What follows belongs to an exercise in optimizing a design on an open flow for small area, a short achievable clock period and few clock cycles; a production flow would make more cautious choices.
At most, simulation tests tie the RTL to the original design; equivalence was not proved.
The clock input has no modelled driver; a real chip could not lean on it and would need a root buffer or a full tree.

Setup of job 104:
// lc_decoder
module lc_decoder (
    input  wire         clk,
    input  wire         rst,         
    input  wire         in_valid,
    output wire         in_ready,
    input  wire [39:0]  in_beat,     
    input  wire [36:0]  in_dda,      
    output reg          out_valid,
    output reg  [2:0]   out_status,
    output reg  [3:0]   out_dev,
    output wire [511:0] out_data
);
  localparam [2:0] ST_GOOD = 3'd0, ST_CORR = 3'd1, ST_POIS = 3'd2,
                   ST_MARK = 3'd3, ST_UNC  = 3'd4;
  function [15:0] am12;
    input [15:0] x;
    begin
      am12[0] = ^(x & 16'h1110);
      am12[1] = ^(x & 16'h3330);
      am12[2] = ^(x & 16'h6660);
      am12[3] = ^(x & 16'hddd0);
      am12[4] = ^(x & 16'hbba0);
      am12[5] = ^(x & 16'h7740);
      am12[6] = ^(x & 16'hee80);
      am12[7] = ^(x & 16'hdd00);
      am12[8] = ^(x & 16'hba00);
      am12[9] = ^(x & 16'h7400);
      am12[10] = ^(x & 16'he800);
      am12[11] = ^(x & 16'hd000);
      am12[12] = ^(x & 16'hb111);
      am12[13] = ^(x & 16'h6222);
      am12[14] = ^(x & 16'hc444);
      am12[15] = ^(x & 16'h8888);
    end
  endfunction
  function [15:0] am65531;
    input [15:0] x;
    begin
      am65531[0] = ^(x & 16'h001d);
      am65531[1] = ^(x & 16'h0027);
      am65531[2] = ^(x & 16'h004e);
      am65531[3] = ^(x & 16'h0080);
  ...
export LEC_CHECK = 0
export CAP_MARGIN = 20
export CORE_MARGIN = 2
export CORE_UTILIZATION = 55
export PLACE_DENSITY = 0.65
export SLEW_MARGIN = 20
create_clock -name core_clock -period 10.0 [get_ports {clk}]
standard.sh (not shown) runs the stock make flow with config.mk's settings and CLKGATE_MAP_FILE= SYNTH_SCRIPT=/design/flow/synth_recipe.tcl, a recipe that flattens the netlist after the stock synthesis.
==> flow/flow/run.sh <==
#!/bin/bash
# Own layout flow: the standard ORFS flow (standard synthesis, floorplan,
# placement, routing), except that the clock tree is built by flow/mycts.tcl
# (clock port -> 4 root buffers -> leaf buffers -> flip-flop clusters), timing
# repair aims past the 10 ns constraint, and the ports get plain buffers.
set -euo pipefail
EXTRA=("SETUP_SLACK_MARGIN=6.9" "BUFFER_PORTS_ARGS=-buffer_cell sky130_fd_sc_hd__buf_1")
bash standard.sh "${EXTRA[@]}" place > flow_place.log 2>&1
bash standard.sh "${EXTRA[@]}" "RUN_SCRIPT=$PWD/flow/mycts.tcl" RUN_LOG_NAME_STEM=4_1_mycts run > flow_cts.log 2>&1
bash standard.sh "${EXTRA[@]}" finish > flow_finish.log 2>&1
Other scripts of this flow, unchanged in this note and not shown: flow/flow/mycts.tcl
#### Input delta (job 103 over job 104)
==> flow/flow/run.sh <==
#!/bin/bash
# Own layout flow: the standard ORFS flow (standard synthesis, floorplan,
# placement, routing), except that the clock tree is built by flow/mycts.tcl
# (clock port -> 4 root buffers -> leaf buffers -> flip-flop clusters), timing
# repair aims past the 10 ns constraint, and the ports get plain buffers.
set -euo pipefail
EXTRA=("SETUP_SLACK_MARGIN=7.0" "BUFFER_PORTS_ARGS=-buffer_cell sky130_fd_sc_hd__buf_1")
bash standard.sh "${EXTRA[@]}" place > flow_place.log 2>&1
bash standard.sh "${EXTRA[@]}" "RUN_SCRIPT=$PWD/flow/mycts.tcl" RUN_LOG_NAME_STEM=4_1_mycts run > flow_cts.log 2>&1
bash standard.sh "${EXTRA[@]}" finish > flow_finish.log 2>&1
[summary]
- Job 103 was carried through to the last stage, and its layout satisfied the timing, design-rule and antenna checks.
- In job 103, worst endpoint data arrival time is lower than in job 104.
- Per the comparison of job 103 with job 104, cell area after layout now sits higher, sum of routed wire length over all layers went up about 4.3%.
Function was not checked in any run of this note: the RTL went through the layout flow alone. In every run of this note, the design's own scripts or RTL, not TritonCTS, make the clock network.

* * *

Another version of the RTL of lc_decoder (not shown whole).
For scale: about 7,800 cells after synthesis, about 600 I/O pins, roughly 76,000 µm² of cells after synthesis.
Settings: LEC_CHECK=0, CAP_MARGIN=20, CORE_MARGIN=2, CORE_UTILIZATION=55, GPL_ROUTABILITY_DRIVEN=0, PLACE_DENSITY=0.65, SLEW_MARGIN=20; clock period 10.0 ns.
==> flow/flow/run.sh <==
#!/bin/bash
# Own layout flow: the standard ORFS flow (standard synthesis, floorplan,
# placement, routing), except that the clock tree is built by flow/mycts.tcl
# (clock port -> 4 root buffers -> leaf buffers -> flip-flop clusters), timing
# repair aims past the 10 ns constraint, and the ports get plain buffers.
set -euo pipefail
EXTRA=("SETUP_SLACK_MARGIN=6.9" "BUFFER_PORTS_ARGS=-buffer_cell sky130_fd_sc_hd__buf_1")
bash standard.sh "${EXTRA[@]}" place > flow_place.log 2>&1
bash standard.sh "${EXTRA[@]}" "RUN_SCRIPT=$PWD/flow/mycts.tcl" RUN_LOG_NAME_STEM=4_1_mycts run > flow_cts.log 2>&1
bash standard.sh "${EXTRA[@]}" finish > flow_finish.log 2>&1
Other scripts of this flow, unchanged in this note and not shown: flow/flow/mycts.tcl
The starting point completed with no timing, DRC or antenna violations.
Testbench counts at the start, summed over its fixed seeds: cycles 40,896.
Change:
CORE_UTILIZATION = 65   (was 55)
GPL_ROUTABILITY_DRIVEN = unset   (was 0)
PLACE_DENSITY = 0.75   (was 0.65)
Effect: Via count climbs by a few percent. Die area drops by about a fifth. Routed wire length climbs slightly. Fmax drops by a few percent. First-iteration DRC count climbs by a few percent.
Change:
CORE_UTILIZATION = 55   (was 65)
PLACE_DENSITY = 0.65   (was 0.75)
Effect:
- The new run finished with timing, DRC and antenna clean
- worst hold slack gains 0.011 ns
- synthesized cell count is unchanged
- critical path depth rose by 1
- design area rose by 1.4%
- global-route usage fell by 4.5 points
- area after synthesis does not change
Change:
--- a/flow/flow/run.sh
+++ b/flow/flow/run.sh
@@ -5,5 +5,5 @@
 # repair aims past the 10 ns constraint, and the ports get plain buffers.
 set -euo pipefail
-EXTRA=("SETUP_SLACK_MARGIN=6.9" "BUFFER_PORTS_ARGS=-buffer_cell sky130_fd_sc_hd__buf_1")
+EXTRA=("SETUP_SLACK_MARGIN=7.0" "BUFFER_PORTS_ARGS=-buffer_cell sky130_fd_sc_hd__buf_1")
 bash standard.sh "${EXTRA[@]}" place > flow_place.log 2>&1
 bash standard.sh "${EXTRA[@]}" "RUN_SCRIPT=$PWD/flow/mycts.tcl" RUN_LOG_NAME_STEM=4_1_mycts run > flow_cts.log 2>&1
Effect:
- core utilization grows by 4.3 points
- routed wire length grows by 4.0%
- first-iteration DRC count grows by 8.7%
- sequential cell count is unchanged
- sequential share of layout area shrinks by 2.0 points
- design area grows by 7.1%
- setup slack gains 0.049 ns
- register-to-register slack gains 0.05 ns
In every run of this note, the design's own scripts or RTL, not TritonCTS, make the clock network.

afterwards: timing with drivers on the ports:
Ports are ideal in the flow. The routed layouts listed here were re-timed in OpenROAD. Step 1 (the two cells are an assumption about what drives the block):
set clk [get_ports {clk}]
set_driving_cell -lib_cell sky130_fd_sc_hd__clkbuf_16 $clk
set_driving_cell -lib_cell sky130_fd_sc_hd__buf_2 [delete_from_list [all_inputs] $clk]
Step 2, shift: input delay + t, output delay - t, t = (earliest + latest rising clock arrival at the registers) / 2. This alone moves slack from input paths to output paths. Three values: ideal, step 1, step 2; two values: the first two.
run	t (ns)	setup slack, ns	worst hold slack (ns)
job 104	0.714	6.812 / 6.725 / 6.595	0.369 / 0.369 / 0.369
job 103	0.734	6.898 / 6.742 / 6.898	0.367 / 0.367 / 0.367
the first run of note 2	0.709	6.802 / 6.727 / 6.802	0.410 / 0.410 / 0.410
the second run of note 2	0.697	6.725 / 6.723 / 6.725	0.384 / 0.384 / 0.384
the third run of note 2	0.704	6.798 / 6.732 / 6.798	0.395 / 0.396 / 0.396
the fourth run of note 2	0.715	6.847 / 6.737 / 6.824	0.404 / 0.404 / 0.404
After both steps every run listed still meets setup and hold. The setup slack of job 104, which loses most, moves by -0.087 ns with the drivers and by -0.217 ns with both steps.
